Context: an optimization exercise on an open-source flow, tuned for small area, a short achievable clock period and few clock cycles per item. The choices shown serve that exercise and are no tape-out recipe. Only simulation tests tie the RTL to the original design; equivalence was not proved.

Setup of run A:
## symcode_decoder
module symcode_decoder (
    input  wire        clk,
    input  wire        rst,
    input  wire        in_valid,
    output wire        in_ready,
    input  wire [71:0] in_beat,
    output wire        out_valid,
    input  wire        out_ready,
    output wire [63:0] out_data,
    output wire [3:0]  out_status
);
clock: 10.0 ns
lec_check: 0
cap_margin: 20
core_margin: 2
core_utilization: 40
setup_slack_margin: 5
slew_margin: 20
standard.sh (not shown) runs the stock make flow with config.mk's settings and CLKGATE_MAP_FILE= SYNTH_SCRIPT=/design/flow/synth_recipe.tcl, a recipe that flattens the netlist after the stock synthesis.
==> flow/flow/run.sh <==
#!/bin/bash
set -uo pipefail
MARGIN=${MARGIN:-6.3}
sed "s/SETUP_SLACK_MARGIN=[0-9.]*/SETUP_SLACK_MARGIN=$MARGIN/" standard.sh > standard_margin.sh
grep -q "SETUP_SLACK_MARGIN=$MARGIN" standard_margin.sh || sed -i "s/make -C/make SETUP_SLACK_MARGIN=$MARGIN -C/" standard_margin.sh
bash standard_margin.sh > standard.log 2>&1
Testbench counts of run A, summed over its fixed seeds: cycles 12,888, bursts 1,600.
--- input diff run A..run B ---
-- flow/flow/run.sh --
<<< run A, line 2
set -uo pipefail
MARGIN=${MARGIN:-6.3}
sed "s/SETUP_SLACK_MARGIN=[0-9.]*/SETUP_SLACK_MARGIN=$MARGIN/" standard.sh > standard_margin.sh
>>> run B, line 2
set -uo pipefail
MARGIN=${MARGIN:-7}
sed "s/SETUP_SLACK_MARGIN=[0-9.]*/SETUP_SLACK_MARGIN=$MARGIN/" standard.sh > standard_margin.sh
Findings:
Run B closes out successfully: all stages finished, all timing, DRC and antenna checks passed. Run A: no failed stages, no open violations at the end. Relative max-transition margin: run B vs run A up 2.7 points. [run B] maximum frequency rose 7.4% relative to run A. Looking at capturing element of the worst setup path, the out_status[2] result is from run A; the u_dec.geo_q one comes from run B. Number of gates resized after CTS ends up lower on run A. From run A to run B, final max-slew violation count did not move at all.
Setup changes, run B to run C
- an added ABC_AREA of 1
On critical path depth: run C sits below run B. Of run C and run B, run B shows the higher met1 layer usage reported by global route, with run C below it. Diff run B -> run C: final non-filler cell area went down by about 3%, data required time at the worst endpoint shows a reduction of 2.57 ns, worst reg2reg path depth up 9. Looking at end-of-flow core utilization, run C sits below run B. Run C vs run B: multi-input logic cell count up by more than a quarter. The run showing the smaller portion of the post-synthesis area used by sequential elements is run C.
Relative to run C, the following input files were edited for run D:
- clearing ABC_AREA, which used to be 1
-- flow/flow/run.sh --
<<< run C, line 2
set -uo pipefail
MARGIN=${MARGIN:-7}
sed "s/SETUP_SLACK_MARGIN=[0-9.]*/SETUP_SLACK_MARGIN=$MARGIN/" standard.sh > standard_margin.sh
>>> run D, line 2
set -uo pipefail
MARGIN=${MARGIN:-6.7}
sed "s/SETUP_SLACK_MARGIN=[0-9.]*/SETUP_SLACK_MARGIN=$MARGIN/" standard.sh > standard_margin.sh
[summary]
Compared with run C, core area in run D decreased by a few percent. Routed wire length: run D vs run C down 1.9%. Changes observed in run D relative to run C: register cell area after layout was more or less identical; number of buffers and inverters on the critical path has increased; synthesized net count -793; area growth from synthesis to layout rose by 3.5 points.
Input-level comparison between run E and run D:
- setting ABC_AREA to 1 for the first time
- changing CORE_UTILIZATION from 40 to 55
-- flow/flow/run.sh --
<<< run D, line 2
set -uo pipefail
MARGIN=${MARGIN:-6.7}
sed "s/SETUP_SLACK_MARGIN=[0-9.]*/SETUP_SLACK_MARGIN=$MARGIN/" standard.sh > standard_margin.sh
>>> run E, line 2
set -uo pipefail
MARGIN=${MARGIN:-6.5}
sed "s/SETUP_SLACK_MARGIN=[0-9.]*/SETUP_SLACK_MARGIN=$MARGIN/" standard.sh > standard_margin.sh
==> comparison <==
- As far as number of flip-flops and latches in the synthesized netlist goes, run D and run E are indistinguishable; the numbers are identical.
- Run comparison: run E slowest cell on the critical path sky130_fd_sc_hd__edfxtp_1; run D slowest cell on the critical path sky130_fd_sc_hd__xnor3_4
- Run E against run D: post-cts resize count moved down, routed wire length moved up.
- Reported for run D and run E, max-cap check violation count turned out identical to the last digit.
> inputs changed (run E -> run F)
- CORE_UTILIZATION: 55 -> 60
-- flow/flow/run.sh --
<<< run E, line 2
set -uo pipefail
MARGIN=${MARGIN:-6.5}
sed "s/SETUP_SLACK_MARGIN=[0-9.]*/SETUP_SLACK_MARGIN=$MARGIN/" standard.sh > standard_margin.sh
>>> run F, line 2
set -uo pipefail
MARGIN=${MARGIN:-6.7}
sed "s/SETUP_SLACK_MARGIN=[0-9.]*/SETUP_SLACK_MARGIN=$MARGIN/" standard.sh > standard_margin.sh
- Compared with run E, run F degrades number of DRC violations after detailed-routing iteration 0.
- From run E to run F the numbers moved as follows: register fraction of the total cell area closely matched the old numbers; initial cell density of the core increased by 5.0 points relative to the old numbers; count of nets after finishing closely matched the old numbers; non-clock buffer total of the final layout increased by 8 relative to the old numbers.
- Share of the cycle needed by the critical path after routing (lower): run F
- Higher CTS buffer count among run E and run F: run E
- Clock network area share across run E and run F: no real change.

-- static timing again, ports no longer ideal --
The results above use ideal ports. As a check the final layouts listed here were re-extracted and re-timed, cells and wires unchanged.
Step 1 assumes that a clkbuf_16 drives the clock port and a buf_2 every other input.
Step 2 also shifts input and output timing later by t, the mid clock arrival at the registers, as if the neighbouring blocks saw the same clock.
Slacks: ideal / step 1 / step 2; pairs: ideal / step 1.
run | t, ns | setup WS [ns] | worst data-port slew with drivers (ns)
run A | 0.693 | 6.392 / 6.326 / 5.800 | 0.07
run B | 0.708 | 6.640 / 6.640 / 6.405 | 0.07
run C | 0.710 | 6.721 / 6.653 / 6.439 | 0.05
run D | 0.691 | 6.517 / 6.517 / 6.078 | 0.05
run E | 0.695 | 6.597 / 6.528 / 5.979 | 0.05
run F | 0.693 | 6.668 / 6.598 / 6.126 | 0.06
After both steps setup and hold are still met in every run listed. For run E, which loses most, drivers alone change the setup slack by -0.069 ns; drivers and shift together by -0.618 ns.
